Background: an optimization exercise with open tools, aiming at small area, a short achievable clock period and few clock cycles per item. Do not read the settings as production practice. Where RTL was checked, it was by simulation tests only, not by an equivalence proof against the original.

// tkt_rx
module tkt_rx (
    input  wire        clk,
    input  wire        rst,
    input  wire        cfg_we,
    output reg         cfg_ready,
    input  wire [4:0]  cfg_idx,
    input  wire        cfg_en,
    input  wire        cfg_xtd,
    input  wire [2:0]  cfg_len,
    input  wire [7:0]  cfg_maxgap,
    input  wire [9:0]  cfg_age,
    input  wire [31:0] cfg_id,
    input  wire        s_valid,
    output reg         s_ready,
    input  wire [31:0] s_data,
    input  wire [4:0]  s_conn,
    input  wire [6:0]  s_flen,
    input  wire        s_xtd,
    input  wire [15:0] s_stamp,
    output reg         r_valid,
    output reg  [4:0]  r_conn,
    output reg  [2:0]  r_reason,
    output reg         r_gap,
    output reg  [15:0] r_rejcnt
);
    function [31:0] crc_m(input [31:0] c);
        integer i;
        reg [31:0] x;
        begin
            x = c;
            for (i = 0; i < 32; i = i + 1)
                x = x[0] ? ((x >> 1) ^ 32'h82F63B78) : (x >> 1);
            crc_m = x;
        end
    endfunction
    function [4:0] len_words(input [2:0] code);
        case (code)
            3'd0: len_words = 5'd2;
            3'd1: len_words = 5'd3;
            3'd2: len_words = 5'd4;
            3'd3: len_words = 5'd5;
            3'd4: len_words = 5'd6;
            3'd5: len_words = 5'd8;
            3'd6: len_words = 5'd12;
            default: len_words = 5'd16;
        endcase
    endfunction
    function [3:0] flen_code(input [6:0] f);
        case (f)
  ...
==> flow/config.mk <==
export PLATFORM = sky130hd
export DESIGN_NAME = tkt_rx
export DESIGN_NICKNAME = tkt_rx
export VERILOG_FILES = /design/flow/design.v
export SDC_FILE = /design/flow/constraint.sdc
export NUM_CORES = 4
export LEC_CHECK = 0
export CAP_MARGIN = 20
export CORE_MARGIN = 2
export CORE_UTILIZATION = 40
export SLEW_MARGIN = 20
==> flow/constraint.sdc <==
create_clock -name core_clock -period 10.0 [get_ports {clk}]
set_input_delay 2.0000 -clock core_clock [delete_from_list [all_inputs] [get_ports {clk}]]
set_output_delay 2.0000 -clock core_clock [all_outputs]
set_load 0.01 [all_outputs]
run.sh (not shown) runs the stock make flow with config.mk's settings and CLKGATE_MAP_FILE= SYNTH_SCRIPT=/design/flow/synth_recipe.tcl, a recipe that flattens the netlist after the stock synthesis.
==> next run, changes <==
--- a/flow/design.v
+++ b/flow/design.v
@@ -21,19 +21,45 @@
     output reg  [4:0]  r_conn,
     output reg  [2:0]  r_reason,
     output reg         r_gap,
     output reg  [15:0] r_rejcnt
 );
     function [31:0] crc_m(input [31:0] c);
-        integer i;
-        reg [31:0] x;
         begin
-            x = c;
-            for (i = 0; i < 32; i = i + 1)
-                x = x[0] ? ((x >> 1) ^ 32'h82F63B78) : (x >> 1);
-            crc_m = x;
+            crc_m[0] = ^{c[1], c[2], c[4], c[5], c[6], c[7], c[9], c[11], c[14], c[15], c[16], c[20], c[23], c[24], c[25], c[26], c[27], c[28]};
+            crc_m[1] = ^{c[2], c[3], c[5], c[6], c[7], c[8], c[10], c[12], c[15], c[16], c[17], c[21], c[24], c[25], c[26], c[27], c[28], c[29]};
+            crc_m[2] = ^{c[3], c[4], c[6], c[7], c[8], c[9], c[11], c[13], c[16], c[17], c[18], c[22], c[25], c[26], c[27], c[28], c[29], c[30]};
+            crc_m[3] = ^{c[0], c[4], c[5], c[7], c[8], c[9], c[10], c[12], c[14], c[17], c[18], c[19], c[23], c[26], c[27], c[28], c[29], c[30], c[31]};
+            crc_m[4] = ^{c[0], c[2], c[4], c[7], c[8], c[10], c[13], c[14], c[16], c[18], c[19], c[23], c[25], c[26], c[29], c[30], c[31]};
+            crc_m[5] = ^{c[0], c[2], c[3], c[4], c[6], c[7], c[8], c[16], c[17], c[19], c[23], c[25], c[28], c[30], c[31]};
+            crc_m[6] = ^{c[2], c[3], c[6], c[8], c[11], c[14], c[15], c[16], c[17], c[18], c[23], c[25], c[27], c[28], c[29], c[31]};
+            crc_m[7] = ^{c[0], c[1], c[2], c[3], c[5], c[6], c[11], c[12], c[14], c[17], c[18], c[19], c[20], c[23], c[25], c[27], c[29], c[30]};
+            crc_m[8] = ^{c[1], c[2], c[3], c[4], c[6], c[7], c[12], c[13], c[15], c[18], c[19], c[20], c[21], c[24], c[26], c[28], c[30], c[31]};
+            crc_m[9] = ^{c[0], c[1], c[3], c[6], c[8], c[9], c[11], c[13], c[15], c[19], c[21], c[22], c[23], c[24], c[26], c[28], c[29], c[31]};
+            crc_m[10] = ^{c[5], c[6], c[10], c[11], c[12], c[15], c[22], c[26], c[28], c[29], c[30]};
+            crc_m[11] = ^{c[0], c[6], c[7], c[11], c[12], c[13], c[16], c[23], c[27], c[29], c[30], c[31]};
+            crc_m[12] = ^{c[2], c[4], c[5], c[6], c[8], c[9], c[11], c[12], c[13], c[15], c[16], c[17], c[20], c[23], c[25], c[26], c[27], c[30], c[31]};
+            crc_m[13] = ^{c[0], c[1], c[2], c[3], c[4], c[10], c[11], c[12], c[13], c[15], c[17], c[18], c[20], c[21], c[23], c[25], c[31]};
+            crc_m[14] = ^{c[3], c[6], c[7], c[9], c[12], c[13], c[15], c[18], c[19], c[20], c[21], c[22], c[23], c[25], c[27], c[28]};
+            crc_m[15] = ^{c[0], c[4], c[7], c[8], c[10], c[13], c[14], c[16], c[19], c[20], c[21], c[22], c[23], c[24], c[26], c[28], c[29]};
+            crc_m[16] = ^{c[0], c[1], c[5], c[8], c[9], c[11], c[14], c[15], c[17], c[20], c[21], c[22], c[23], c[24], c[25], c[27], c[29], c[30]};
+            crc_m[17] = ^{c[1], c[2], c[6], c[9], c[10], c[12], c[15], c[16], c[18], c[21], c[22], c[23], c[24], c[25], c[26], c[28], c[30], c[31]};
+            crc_m[18] = ^{c[0], c[1], c[3], c[4], c[5], c[6], c[9], c[10], c[13], c[14], c[15], c[17], c[19], c[20], c[22], c[28], c[29], c[31]};
+            crc_m[19] = ^{c[9], c[10], c[18], c[21], c[24], c[25], c[26], c[27], c[28], c[29], c[30]};
+            crc_m[20] = ^{c[10], c[11], c[19], c[22], c[25], c[26], c[27], c[28], c[29], c[30], c[31]};
+            crc_m[21] = ^{c[1], c[2], c[4], c[5], c[6], c[7], c[9], c[12], c[14], c[15], c[16], c[24], c[25], c[29], c[30], c[31]};
+            crc_m[22] = ^{c[0], c[1], c[3], c[4], c[8], c[9], c[10], c[11], c[13], c[14], c[17], c[20], c[23], c[24], c[27], c[28], c[30], c[31]};
+            crc_m[23] = ^{c[6], c[7], c[10], c[12], c[16], c[18], c[20], c[21], c[23], c[26], c[27], c[29], c[31]};
+            crc_m[24] = ^{c[0], c[1], c[2], c[4], c[5], c[6], c[8], c[9], c[13], c[14], c[15], c[16], c[17], c[19], c[20], c[21], c[22], c[23], c[25], c[26], c[30]};
+            crc_m[25] = ^{c[1], c[2], c[3], c[5], c[6], c[7], c[9], c[10], c[14], c[15], c[16], c[17], c[18], c[20], c[21], c[22], c[23], c[24], c[26], c[27], c[31]};
+            crc_m[26] = ^{c[0], c[1], c[3], c[5], c[8], c[9], c[10], c[14], c[17], c[18], c[19], c[20], c[21], c[22], c[26]};
+            crc_m[27] = ^{c[0], c[1], c[2], c[4], c[6], c[9], c[10], c[11], c[15], c[18], c[19], c[20], c[21], c[22], c[23], c[27]};
+            crc_m[28] = ^{c[0], c[1], c[2], c[3], c[5], c[7], c[10], c[11], c[12], c[16], c[19], c[20], c[21], c[22], c[23], c[24], c[28]};
+            crc_m[29] = ^{c[1], c[2], c[3], c[4], c[6], c[8], c[11], c[12], c[13], c[17], c[20], c[21], c[22], c[23], c[24], c[25], c[29]};
+            crc_m[30] = ^{c[0], c[2], c[3], c[4], c[5], c[7], c[9], c[12], c[13], c[14], c[18], c[21], c[22], c[23], c[24], c[25], c[26], c[30]};
+            crc_m[31] = ^{c[0], c[1], c[3], c[4], c[5], c[6], c[8], c[10], c[13], c[14], c[15], c[19], c[22], c[23], c[24], c[25], c[26], c[27], c[31]};
         end
     endfunction
     function [4:0] len_words(input [2:0] code);
         case (code)
             3'd0: len_words = 5'd2;
             3'd1: len_words = 5'd3;
The new run produced a clean layout.
Via count drops by 2.7%.
Hold slack improved by 0.029 ns.
Non-clock buffer count drops by 2.
Die area drops by 1.4%.
Clock-buffer cell count decreases by 21.
Critical path depth falls by 6.
Synthesized cell count drops by 3.7%.
Function was not checked in any run of this note: the RTL went through the layout flow alone.

* * *

tkt_rx, a different RTL version from the one above (not shown whole).
Size: ~6,000 cells after synthesis, about 3,300 flip-flops.
Settings: LEC_CHECK=0, CAP_MARGIN=20, CORE_MARGIN=2, CORE_UTILIZATION=65, CTS_CLUSTER_DIAMETER=60, CTS_CLUSTER_SIZE=30, SETUP_SLACK_MARGIN=5, SLEW_MARGIN=20; clock period 10.0 ns.
standard.sh (not shown) runs the stock make flow with config.mk's settings and CLKGATE_MAP_FILE= SYNTH_SCRIPT=/design/flow/synth_recipe.tcl, a recipe that flattens the netlist after the stock synthesis.
==> flow/flow/run.sh <==
#!/bin/bash
# The standard layout (the standard.sh, standard synthesis unchanged),
# with the port buffers made as buf_4 cells instead of the default choice and
# timing repair aiming further below the clock period.
set -euo pipefail
bash standard.sh \
  BUFFER_PORTS_ARGS="-buffer_cell sky130_fd_sc_hd__buf_4" \
  SETUP_SLACK_MARGIN=${MARGIN:-7.0} \
  finish > orfs_make.log 2>&1
Testbench counts at the start, summed over its fixed seeds: cycles 23,023, frames 3,200.
Change:
--- a/flow/design.v
+++ b/flow/design.v
@@ -135,23 +135,22 @@
     reg [RW-1:0] q0, q1;
     reg          v0, v1;
     reg          s1;
     reg [7:0]    s1_sel;
     reg          s2_v;
     reg [7:0]    s2_sel;
     reg [15:0]   s2_seq, s2_ts;
     reg [7:0]    s2_mg;
     reg          s2_on, s2_run, s2_len_bad, s2_crc_bad, s2_age_bad;
     reg          s3_v;
     reg [15:0]   s3_seq, s3_ts;
-    reg [4:0]    s3_conn;
     reg [2:0]    s3_reason;
     reg          s3_gap;
     reg          s3_rej;
     reg [7:0]    s3_wb;
     reg [1:0]    cfg_st;    
     reg [4:0]    cfg_cnt;
     wire        beat    = s_valid & s_ready;
     wire        ifirst  = (ileft == 5'd0);
     wire [4:0]  iwords  = s_flen[6:2];
     wire        ilast   = ifirst ? (iwords == 5'd1) : (ileft == 5'd1);
     wire        itr     = ifirst ? (iwords == 5'd2) : (ileft == 5'd2);
@@ -310,30 +309,30 @@
         s2_seq     <= t_seq;
         s2_ts      <= t_ts;
         s2_mg      <= t_mg;
         s2_on      <= t_on;
         s2_run     <= t_run;
         s2_len_bad <= len_bad;
         s2_crc_bad <= crc_bad;
         s2_age_bad <= age_bad;
         s3_v      <= s2_v & ~rst;
         s3_seq    <= q_seq;
         s3_ts     <= q_ts;
-        s3_conn   <= q_conn;
+        if (s2_v)
+            r_conn <= q_conn;
         s3_reason <= reason;
         s3_gap    <= gap_out;
         s3_rej    <= (reason != 3'd0) && (reason != 3'd6);
         for (p = 0; p < 8; p = p + 1)
             s3_wb[p] <= s2_v && s2_sel[p] && (reason == 3'd0) && !rst;
         r_valid  <= s3_v & ~rst;
-        r_conn   <= s3_conn;
         r_reason <= s3_reason;
         r_gap    <= s3_gap;
         if (rst)
             r_rejcnt <= 16'd0;
         else if (s3_v && s3_rej && (r_rejcnt != 16'hFFFF))
             r_rejcnt <= r_rejcnt + 16'd1;
         if (rst) begin
             cfg_st <= 2'd0;
         end else if (cfg_acc) begin
             cfg_st  <= 2'd1;
             cfg_cnt <= len_words(cfg_len);
=> Worst setup slack gets worse by 0.10 ns. Routed wire length rose by 0.98%. Via count barely changes. Synthesized cell count decreases by 0.69%.
The RTL of the second run of this note was laid out without a check of its function.

## separate check: timing with driven ports
How much do the figures lean on ideal ports? The routed layouts below were timed once more, with nothing changed but the port constraints.
Step 1 (the two cells are an assumption about what drives the block):
set clk [get_ports {clk}]
set_driving_cell -lib_cell sky130_fd_sc_hd__clkbuf_16 $clk
set_driving_cell -lib_cell sky130_fd_sc_hd__buf_2 [delete_from_list [all_inputs] $clk]
Step 2 moves the port delays by t, midway between the first and last clock arrival at a register: inputs arrive t later, outputs are due t later. That takes back most of the time a late clock gives input paths.
a / b / c = ideal ports / drivers / drivers and shift; a / b = the first two.
run	shift t [ns]	setup slack, ns	hold WS [ns]	worst setup path after step 2	worst register clock-pin slew, ns
the first run of note 1	0.969	2.239 / 2.307 / 1.338	0.244 / 0.244 / 0.244	input to register	0.08 / 0.08
the second run of note 1	0.961	4.420 / 4.482 / 3.521	0.273 / 0.273 / 0.273	input to register	0.07 / 0.07
the first run of note 2	0.859	6.704 / 6.630 / 5.979	0.317 / 0.317 / 0.317	input to register	0.11 / 0.11
the second run of note 2	0.867	6.601 / 6.524 / 6.059	0.289 / 0.289 / 0.289	input to register	0.11 / 0.11
After both steps setup and hold are still met in every run listed. For the first run of note 1, which loses most, drivers alone change the setup slack by +0.068 ns; drivers and shift together by -0.901 ns.
